Background: an optimization exercise with open tools, aiming at small area, a short achievable clock period and few clock cycles per item. Do not read the settings as production practice.
At most, simulation tests tie the RTL to the original design; equivalence was not proved.
The flow treats the clock pin as an ideal source. Dropping or thinning the clock tree relies on that and would not hold on a real chip.
Power is estimated from default activity; no workload was simulated.

Setup of maple:
// str_rebuild
module str_rebuild (
  input         clk,
  input         rst,
  input         in_valid,
  output        in_ready,
  input  [31:0] in_data,
  input  [31:0] in_mask,
  output        out_valid,
  input         out_ready,
  output [1:0]  out_n,
  output [4:0]  out_role_a,
  output [31:0] out_data_a,
  output [4:0]  out_role_b,
  output [31:0] out_data_b
);
Size: ~1900 cells after synthesis, roughly 220 flip-flops, ~150 I/O pins, roughly 14000 um2 of cells after synthesis.
export LEC_CHECK = 0
export ABC_AREA = 1
export CAP_MARGIN = 20
export CORE_MARGIN = 2
export CORE_UTILIZATION = 50
export CTS_CLUSTER_DIAMETER = 60
export CTS_CLUSTER_SIZE = 30
export PLACE_DENSITY = 0.65
export SETUP_SLACK_MARGIN = 5
export SLEW_MARGIN = 20
create_clock -name core_clock -period 8.0 [get_ports {clk}]
standard.sh (not shown) runs the stock make flow with config.mk's settings and CLKGATE_MAP_FILE= SYNTH_SCRIPT=/design/flow/synth_recipe.tcl, a recipe that flattens the netlist after the stock synthesis.
==> flow/flow/run.sh <==
#!/bin/bash
# Standard ORFS layout (the standard.sh) with the port buffers placed as
# buf_2 cells instead of the smallest buffer-like cell.
set -euo pipefail
export BUFFER_PORTS_ARGS="-buffer_cell sky130_fd_sc_hd__buf_2"
bash standard.sh SETUP_SLACK_MARGIN=5.2 finish > standard.log 2>&1
Looking at the reports, maple completed the entire flow and the layout it produced met the timing, design-rule and antenna checks.
Changes in ember relative to maple:
--- a/flow/flow/run.sh
+++ b/flow/flow/run.sh
@@ -6 +6 @@
-bash standard.sh SETUP_SLACK_MARGIN=5.2 finish > standard.log 2>&1
+bash standard.sh > standard.log 2>&1
Results
- ember ends up with lower count of buffers not belonging to the clock network in the layout than maple does.
- Delta (ember minus maple): initial antenna violation count saw a decrease, combinational share of power now sits higher.
No functional check of the RTL was part of any run of this note.

========
run A:
Another version of the RTL of str_rebuild (not shown whole).
For scale: roughly 220 flip-flops, ~150 I/O pins, roughly 13000 µm² of cells after synthesis.
clock: 8.0 ns
lec_check: 0
abc_area: 1
cap_margin: 20
core_margin: 2
core_utilization: 50
cts_cluster_diameter: 60
cts_cluster_size: 30
place_density: 0.65
setup_slack_margin: 5
slew_margin: 20
==> flow/flow/run.sh <==
#!/bin/bash
# Standard ORFS layout (the standard.sh) with two changes: the port
# buffers are buf_2 cells instead of the smallest buffer-like cell, and the
# clock tree is built without sink clustering (two clkbuf_16 levels).
set -euo pipefail
export BUFFER_PORTS_ARGS="-buffer_cell sky130_fd_sc_hd__buf_2"
export CTS_ARGS="-repair_clock_nets"
bash standard.sh SETUP_SLACK_MARGIN=5.15 finish > standard.log 2>&1
Run A ended with every stage complete and zero timing, DRC or antenna violations.
Testbench counts of run A, summed over its fixed seeds: cycles 61,648, columns 1,920.
Here is what was changed in the inputs of run B compared with run A.
==> flow/flow/run.sh <==
#!/bin/bash
# Standard ORFS layout (the standard.sh) with three changes: the port
# buffers are buf_2 cells instead of the smallest buffer-like cell, the clock
# tree is built without sink clustering (two clkbuf_16 levels), and
# repair_timing aims at a 5.25 ns setup margin (a 2.75 ns period).
set -euo pipefail
export BUFFER_PORTS_ARGS="-buffer_cell sky130_fd_sc_hd__buf_2"
export CTS_ARGS="-repair_clock_nets"
bash standard.sh SETUP_SLACK_MARGIN=5.25 finish > standard.log 2>&1
## What came out
- The higher register share of the cell area of run A and run B is in run A.
- Going from run A to run B, maximum clock frequency grew slightly.
- Area added between synthesis and finish in run B vs run A: up 1.1 points
- Run B ended up with a lower critical path data arrival time than run A did.
- Slack of the worst reg-to-reg path came out higher on run B than on run A.
- Largest net degree at the start of global routing: run B vs run A identical
Changes in run C relative to run B:
==> flow/flow/run.sh <==
#!/bin/bash
# Standard ORFS layout (the standard.sh) with two changes: the port
# buffers are buf_2 cells instead of the smallest buffer-like cell, and the
# clock tree is built without sink clustering (two clkbuf_16 levels).
set -euo pipefail
export BUFFER_PORTS_ARGS="-buffer_cell sky130_fd_sc_hd__buf_2"
export CTS_ARGS="-repair_clock_nets"
bash standard.sh > standard.log 2>&1
==> comparison <==
Run C: done, clean on timing, DRC and antenna. A worst setup path startpoint of rb[6] is what run C shows, while ra[24] belongs to run B. Comparing run B and run C, net total in the final layout is lower on run C. Setup skew after layout across run B and run C: no real change. Data arrival time of the critical path is lower on run B.
Input changes introduced in run D (baseline for comparison: run C):
- CTS_CLUSTER_SIZE now 40, was 30
==> flow/flow/run.sh <==
#!/bin/bash
# Standard ORFS layout (the standard.sh) with the port buffers placed as
# buf_2 cells instead of the smallest buffer-like cell.
set -euo pipefail
export BUFFER_PORTS_ARGS="-buffer_cell sky130_fd_sc_hd__buf_2"
bash standard.sh > standard.log 2>&1
## What came out
Compared to run C, the router laid down more metal wire for run D. Against run C, run D reports a met2 wirelength from detailed routing that is lower. Compared with run C, in run D core utilization rose by 0.81 points; number of design-rule violations left by the first detailed-router iteration rose by about 6%; power rose by 7.4%. Run D reports its first element of the critical path as rb[1] while run C reports rb[6]. Combinational cell fraction of total power in run D vs run C: down 1.8 points. First-pass GRT wire length was lower in run C than in run D. In terms of met2 usage in global routing, run D and run C differ only marginally. On clock skew: between run C and run D, it ends up higher for run D. | count of endpoints failing hold in the final timing report | run D vs run C | ≈ equal |. Run D -> run C: overall via count from detail_route flat.

========
Another version of the RTL of str_rebuild (not shown whole).
Size in the first run: roughly 1,500 cells after synthesis, roughly 210 flip-flops, roughly 150 I/O pins.
// str_rebuild
module str_rebuild (
  input         clk,
  input         rst,
  input         in_valid,
  output        in_ready,
  input  [31:0] in_data,
  input  [31:0] in_mask,
  output        out_valid,
  input         out_ready,
  output [1:0]  out_n,
  output [4:0]  out_role_a,
  output [31:0] out_data_a,
  output [4:0]  out_role_b,
  output [31:0] out_data_b
);
  function [7:0] gf_mul(input [7:0] a, input [7:0] b);
    integer i;
    reg [7:0] p, t;
    begin
      p = 8'h00;
      t = a;
      for (i = 0; i < 8; i = i + 1) begin
        if (b[i]) p = p ^ t;
        t = {t[6:0], 1'b0} ^ (t[7] ? 8'h1D : 8'h00);
      end
      gf_mul = p;
    end
  endfunction
  function [7:0] gf_div2(input [7:0] a);
    gf_div2 = {1'b0, a[7:1]} ^ (a[0] ? 8'h8E : 8'h00);
  endfunction
  function [7:0] ainv(input [4:0] k);
    reg [31:0] t0, t1, t2, t3, t4, t5, t6, t7;
    begin
      t0 = 32'h09FE178D;
      t1 = 32'h84FF0BC6;
      t2 = 32'h4B81926E;
      t3 = 32'h2C3EDEBA;
      t4 = 32'h9FE178D0;
      t5 = 32'h4FF0BC68;
      t6 = 32'h27F85E34;
      t7 = 32'h13FC2F1A;
      ainv = {t7[k], t6[k], t5[k], t4[k], t3[k], t2[k], t1[k], t0[k]};
    end
  endfunction
  function [7:0] wtab(input [4:0] k);
    reg [31:0] t0, t1, t2, t3, t4, t5, t6, t7;
    begin
      t0 = 32'h1FD6E992;
      t1 = 32'h5F9D8454;
      t2 = 32'h524738EE;
      t3 = 32'hBE228668;
      t4 = 32'hD4D20CDA;
      t5 = 32'h0C7D2F36;
      t6 = 32'hD0BB6CF2;
      t7 = 32'h3EF2F72E;
      wtab = {t7[k], t6[k], t5[k], t4[k], t3[k], t2[k], t1[k], t0[k]};
    end
  endfunction
  reg        rdy_r;
  reg [4:0]  role;
  reg [31:2] mask_r;
  reg        e0;           
  reg        er_r;
  reg [1:0]  ecnt;
  reg [4:0]  px, py;
  ...
clock: 8.0 ns
lec_check: 0
abc_area: 1
cap_margin: 20
core_margin: 2
core_utilization: 60
cts_cluster_diameter: 60
cts_cluster_size: 30
place_density: 0.75
setup_slack_margin: 5
slew_margin: 20
==> flow/flow/run.sh <==
#!/bin/bash
# Standard ORFS layout (the standard.sh) with three changes:
#  - the port buffers are buf_2 cells instead of the smallest buffer-like cell;
#  - the clock tree is built by flow/mtree.tcl (hooked in as PRE_CTS_TCL) in
#    place of TritonCTS: the clock port drives four clkbuf_16, one per
#    quadrant of the flip-flops, each driving four clkbuf_8, one per
#    sub-quadrant (every flip-flop is two equal buffers from the port);
#  - repair_timing aims at a 5.35 ns setup margin (a 2.65 ns period).
set -euo pipefail
export BUFFER_PORTS_ARGS="-buffer_cell sky130_fd_sc_hd__buf_2"
export PRE_CTS_TCL="$PWD/flow/mtree.tcl"
bash standard.sh SETUP_SLACK_MARGIN=5.3 finish > standard.log 2>&1
==> flow/flow/mtree.tcl <==
# Two-level clock tree: the clock port drives 4 clkbuf_16 (one per quadrant
# of the flip-flops), each of which drives 4 clkbuf_8 (one per sub-quadrant).
proc split2 {lst idx} {
  set s [lsort -integer -index $idx $lst]
  set n [llength $s]
  return [list [lrange $s 0 [expr {$n/2-1}]] [lrange $s [expr {$n/2}] end]]
}
proc quads {lst} {
  set out {}
  foreach h [split2 $lst 0] { foreach q [split2 $h 1] { lappend out $q } }
  return $out
}
proc centroid {lst} {
  set sx 0; set sy 0
  foreach e $lst { incr sx [lindex $e 0]; incr sy [lindex $e 1] }
  set n [llength $lst]
  return [list [expr {$sx/$n}] [expr {$sy/$n}]]
}
proc build_mtree {} {
  set block [ord::get_db_block]
  set clknet [$block findNet clk]
  set master [[ord::get_db] findMaster sky130_fd_sc_hd__clkbuf_16]
  set master2 [[ord::get_db] findMaster sky130_fd_sc_hd__clkbuf_8]
  set lst {}
  foreach it [$clknet getITerms] {
    if {[$it isInputSignal]} {
      set loc [[$it getInst] getLocation]
      lappend lst [list [lindex $loc 0] [lindex $loc 1] $it]
    }
  }
  puts "mtree: [llength $lst] clock sinks"
  set g 0
  foreach q [quads $lst] {
    set n1 [odb::dbNet_create $block "clknet_q$g"]
    $n1 setSigType CLOCK
    set b1 [odb::dbInst_create $block $master "clkbuf_q$g"]
    set l2locs {}
    set k 0
    foreach sq [quads $q] {
      set n2 [odb::dbNet_create $block "clknet_q${g}_$k"]
      $n2 setSigType CLOCK
      set b2 [odb::dbInst_create $block $master2 "clkbuf_q${g}_$k"]
      foreach e $sq { set it [lindex $e 2]; $it disconnect; $it connect $n2 }
      set c [centroid $sq]
      $b2 setLocation [lindex $c 0] [lindex $c 1]
      $b2 setPlacementStatus PLACED
      [$b2 findITerm A] connect $n1
      [$b2 findITerm X] connect $n2
      lappend l2locs [list [lindex $c 0] [lindex $c 1]]
      incr k
    }
    set c [centroid $l2locs]
    $b1 setLocation [lindex $c 0] [lindex $c 1]
    $b1 setPlacementStatus PLACED
    [$b1 findITerm A] connect $clknet
    [$b1 findITerm X] connect $n1
    incr g
  }
}

# Used as ORFS's PRE_CTS_TCL hook: build the tree above, then make the CTS
# step's clock_tree_synthesis call a no-op so the rest of the step (placement
# legalization, timing repair) runs on this tree.
build_mtree
proc clock_tree_synthesis {args} {
  puts "clock_tree_synthesis skipped: two-level clock tree built by mtree.tcl"
}
Testbench counts at the start, summed over its fixed seeds: cycles 61,648, columns 1,920.
Change:
--- a/flow/flow/run.sh
+++ b/flow/flow/run.sh
@@ -10,3 +10,3 @@
 export BUFFER_PORTS_ARGS="-buffer_cell sky130_fd_sc_hd__buf_2"
 export PRE_CTS_TCL="$PWD/flow/mtree.tcl"
-bash standard.sh SETUP_SLACK_MARGIN=5.3 finish > standard.log 2>&1
+bash standard.sh SETUP_SLACK_MARGIN=5.35 finish > standard.log 2>&1
Final area grows by 0.95%.
Clock skew barely changes.
Setup slack improves by 0.056 ns.
Power barely changes.
Final cell count goes up by 0.67%.
Core utilization went up by 0.65 points.
Sequential power hardly moves.
Die area stays the same.
Hold slack is about the same.
Area after synthesis is unchanged.
Change:
--- a/flow/flow/run.sh
+++ b/flow/flow/run.sh
@@ -4,7 +4,7 @@
 #  - the clock tree is built by flow/mtree.tcl (hooked in as PRE_CTS_TCL) in
 #    place of TritonCTS: the clock port drives four clkbuf_16, one per
-#    quadrant of the flip-flops, each driving four clkbuf_8, one per
+#    quadrant of the flip-flops, each driving four clkbuf_16, one per
 #    sub-quadrant (every flip-flop is two equal buffers from the port);
-#  - repair_timing aims at a 5.35 ns setup margin (a 2.65 ns period).
+#  - repair_timing aims at a 5.25 ns setup margin (a 2.75 ns period).
 set -euo pipefail
 export BUFFER_PORTS_ARGS="-buffer_cell sky130_fd_sc_hd__buf_2"
--- a/flow/flow/mtree.tcl
+++ b/flow/flow/mtree.tcl
@@ -1,4 +1,4 @@
 # Two-level clock tree: the clock port drives 4 clkbuf_16 (one per quadrant
-# of the flip-flops), each of which drives 4 clkbuf_8 (one per sub-quadrant).
+# of the flip-flops), each of which drives 4 clkbuf_16 (one per sub-quadrant).
 proc split2 {lst idx} {
   set s [lsort -integer -index $idx $lst]
@@ -21,5 +21,4 @@
   set clknet [$block findNet clk]
   set master [[ord::get_db] findMaster sky130_fd_sc_hd__clkbuf_16]
-  set master2 [[ord::get_db] findMaster sky130_fd_sc_hd__clkbuf_8]
   set lst {}
   foreach it [$clknet getITerms] {
@@ -40,5 +39,5 @@
       set n2 [odb::dbNet_create $block "clknet_q${g}_$k"]
       $n2 setSigType CLOCK
-      set b2 [odb::dbInst_create $block $master2 "clkbuf_q${g}_$k"]
+      set b2 [odb::dbInst_create $block $master "clkbuf_q${g}_$k"]
       foreach e $sq { set it [lindex $e 2]; $it disconnect; $it connect $n2 }
       set c [centroid $sq]
Result: Hold slack got worse by 0.0039 ns. Register-to-register slack hardly moves. Total power climbs by 6.5%. Area after synthesis stays the same. Final cell count is about the same. Combinational power hardly moves. Clock skew drops by 0.0046 ns. Routed wire length climbs by 0.49%. Clock power climbs by 33%. Via count stays flat. Global-route usage climbs by 0.24 points.
Change:
==> flow/flow/run.sh (replaced) <==
#!/bin/bash
# Standard ORFS layout (the standard.sh) with three changes:
#  - the port buffers are buf_2 cells instead of the smallest buffer-like cell;
#  - the clock tree is built by flow/mtree.tcl (hooked in as PRE_CTS_TCL) in
#    place of TritonCTS: the clock port drives four clkbuf_16, one per
#    quadrant of the flip-flops, each driving four clkbuf_8, one per
#    sub-quadrant (every flip-flop is two equal buffers from the port);
#  - repair_timing aims at a 5.35 ns setup margin (a 2.65 ns period).
set -euo pipefail
export BUFFER_PORTS_ARGS="-buffer_cell sky130_fd_sc_hd__buf_2"
export PRE_CTS_TCL="$PWD/flow/mtree.tcl"
bash standard.sh SETUP_SLACK_MARGIN=5.50 finish > standard.log 2>&1
--- a/flow/flow/mtree.tcl
+++ b/flow/flow/mtree.tcl
@@ -1,4 +1,4 @@
 # Two-level clock tree: the clock port drives 4 clkbuf_16 (one per quadrant
-# of the flip-flops), each of which drives 4 clkbuf_16 (one per sub-quadrant).
+# of the flip-flops), each of which drives 4 clkbuf_8 (one per sub-quadrant).
 proc split2 {lst idx} {
   set s [lsort -integer -index $idx $lst]
@@ -21,4 +21,5 @@
   set clknet [$block findNet clk]
   set master [[ord::get_db] findMaster sky130_fd_sc_hd__clkbuf_16]
+  set master2 [[ord::get_db] findMaster sky130_fd_sc_hd__clkbuf_8]
   set lst {}
   foreach it [$clknet getITerms] {
@@ -39,5 +40,5 @@
       set n2 [odb::dbNet_create $block "clknet_q${g}_$k"]
       $n2 setSigType CLOCK
-      set b2 [odb::dbInst_create $block $master "clkbuf_q${g}_$k"]
+      set b2 [odb::dbInst_create $block $master2 "clkbuf_q${g}_$k"]
       foreach e $sq { set it [lindex $e 2]; $it disconnect; $it connect $n2 }
       set c [centroid $sq]
After rerunning: First-iteration DRC count goes up by 5.7%; setup slack is worse by 0.031 ns; hold slack improved by 0.010 ns; flip-flop and latch count stays the same; global-route usage climbs by 1.1 points; synthesized cell count stays the same; area after synthesis is unchanged; cell count went up by 4.1%; cell area went up by 7.2%; sequential share of layout area came out lower by 2.6 points.
No run of this note takes its clock network from TritonCTS; it comes from the design's own scripts or RTL.

========
Setup of lane 1:
str_rebuild again, from the RTL that the note above started with.
Settings: LEC_CHECK=0, ABC_AREA=1, CAP_MARGIN=20, CORE_MARGIN=2, CORE_UTILIZATION=60, PLACE_DENSITY=0.85, SETUP_SLACK_MARGIN=5, SLEW_MARGIN=20; clock period 8.0 ns.
==> flow/flow/run.sh <==
#!/bin/bash
# Standard ORFS layout (the standard.sh) with three changes: the port
# buffers are buf_2 cells instead of the smallest buffer-like cell, the clock
# tree is built without sink clustering (two clkbuf_16 levels), and
# repair_timing aims at a 5.25 ns setup margin (a 2.75 ns period).
set -euo pipefail
export BUFFER_PORTS_ARGS="-buffer_cell sky130_fd_sc_hd__buf_2"
export CTS_ARGS="-repair_clock_nets"
bash standard.sh SETUP_SLACK_MARGIN=5.25 finish > standard.log 2>&1
Testbench counts of lane 1, summed over its fixed seeds: cycles 61,648, columns 1,920.
diff inputs: lane 1 => lane 2
Settings: PLACE_DENSITY changed from 0.85 to 0.75; CTS_CLUSTER_DIAMETER newly set to 60; CTS_CLUSTER_SIZE newly set to 30.
--- a/flow/flow/run.sh
+++ b/flow/flow/run.sh
@@ -9 +9 @@
-bash standard.sh SETUP_SLACK_MARGIN=5.25 finish > standard.log 2>&1
+bash standard.sh SETUP_SLACK_MARGIN=5.3 finish > standard.log 2>&1
==> results.txt <==
Of lane 2 and lane 1, it is lane 2 that has the higher setup slack.
Lower first-pass iteration count of the detailed router goes to lane 2 over lane 1.
Lane 2 vs lane 1 — worst hold slack after final layout dropped 11 ps.
Compared with lane 1, lane 2 shows a lower portion of total power attributed to sequential cells.
Compared with lane 1, lane 2 shows fraction of power spent switching nets lower by 0.17 points.
In lane 2, post-layout minimum cycle time is lower than in lane 1.
Lane 2 vs lane 1 — met1 usage rose 2.6 points.
In the metrics for lane 1 and lane 2, the one carrying the lower share of the core filled with cells is lane 1.
Relative to lane 2, the following input files were edited for lane 3:
--- a/flow/flow/run.sh
+++ b/flow/flow/run.sh
@@ -9 +9 @@
-bash standard.sh SETUP_SLACK_MARGIN=5.3 finish > standard.log 2>&1
+bash standard.sh SETUP_SLACK_MARGIN=5.25 finish > standard.log 2>&1
Findings:
- Critical path arrival, lane 3 and lane 2, lower one = lane 2.
- Total routed wirelength across lane 3 and lane 2: no real change.
- Sort lane 3 and lane 2 by area added between synthesis and finish, descending, and lane 2 comes first.
- Changes observed in lane 3 relative to lane 2: overall power after layout -about 0.6%, slew at the pin closest to its max-slew limit +27 ps, count of plain and timing-repair buffers in the layout -about 10%, number of buffers inserted by hold repair at cts ~0 delta, final standard cell utilization of the core -1.1 points.
- Diff lane 2 -> lane 3 | static leakage power | decrease of about 1.6%
- Between lane 2 and lane 3, the flow reports internal power increasing slightly.
Relative to lane 3, the following input files were edited for lane 4:
Settings: removing CTS_CLUSTER_SIZE (formerly 30); changing CORE_UTILIZATION from 60 to 55; changing PLACE_DENSITY from 0.75 to 0.7; removing CTS_CLUSTER_DIAMETER (formerly 60).
==> results.txt <==
Result for lane 4 and lane 3: all clean. Looking at lane 4 and lane 3, the clock-pin slew reported for the worst setup and hold paths after clock tree synthesis is a wash. Relative to lane 3, final wirelength has gone up in lane 4. Lane 4 has more setup slack than lane 3. Lane 3 → lane 4: number of antenna violations at the first check in global routing climbed 1, die area climbed about 9%. Cmp lane 4 and lane 3 / share of the cycle needed by the critical path after routing / lower: lane 4. Delta(sequential share of power, lane 4 - lane 3) < 0. Lane 4 ends up with a via total after detailed routing that is 59 lower than in lane 3. Relative to lane 3, global routing usage summed across all routing layers has decreased by 2.4 points in lane 4. Re maximum frequency: lane 4 is 0.66% up on lane 3.

static timing again, ports no longer ideal:
How much do the figures lean on ideal ports? The routed layouts below were timed once more, with nothing changed but the port constraints.
Step 1: set_driving_cell puts a clkbuf_16 on clk and a buf_2 on each other input, an assumption about the parent block.
Step 2 also shifts input and output timing later by t, the mid clock arrival at the registers, as if the neighbouring blocks saw the same clock.
Slacks: ideal ports / drivers / drivers and shift; pairs: ideal ports / drivers.
run	t (ns)	setup WS [ns]	worst setup path after step 2	slew at the worst register clock pin (ns)
maple	0.585	5.151 / 5.101 / 4.850	input to register	0.08 / 0.08
ember	0.570	5.118 / 5.066 / 4.743	input to register	0.09 / 0.09
run A	0.489	5.208 / 5.159 / 4.910	input to register	0.09 / 0.09
run B	0.490	5.259 / 5.210 / 5.014	input to register	0.09 / 0.09
run C	0.482	5.092 / 5.044 / 4.848	input to register	0.09 / 0.09
run D	0.570	5.112 / 5.064 / 4.874	input to register	0.10 / 0.10
the first run of note 3	0.388	5.306 / 5.212 / 5.083	input to register	0.10 / 0.10
the second run of note 3	0.389	5.362 / 5.266 / 5.102	input to register	0.10 / 0.10
the third run of note 3	0.387	5.373 / 5.278 / 5.122	input to register	0.07 / 0.07
the fourth run of note 3	0.385	5.342 / 5.248 / 5.117	input to register	0.10 / 0.10
lane 1	0.495	5.246 / 5.197 / 4.986	input to register	0.09 / 0.09
lane 2	0.490	5.266 / 5.220 / 5.044	input to register	0.10 / 0.10
lane 3	0.488	5.241 / 5.191 / 4.983	input to register	0.08 / 0.08
lane 4	0.493	5.259 / 5.211 / 5.037	input to register	0.09 / 0.09
After both steps every run listed still meets setup and hold. For ember, which loses most, drivers alone change the setup slack by -0.052 ns; drivers and shift together by -0.375 ns.
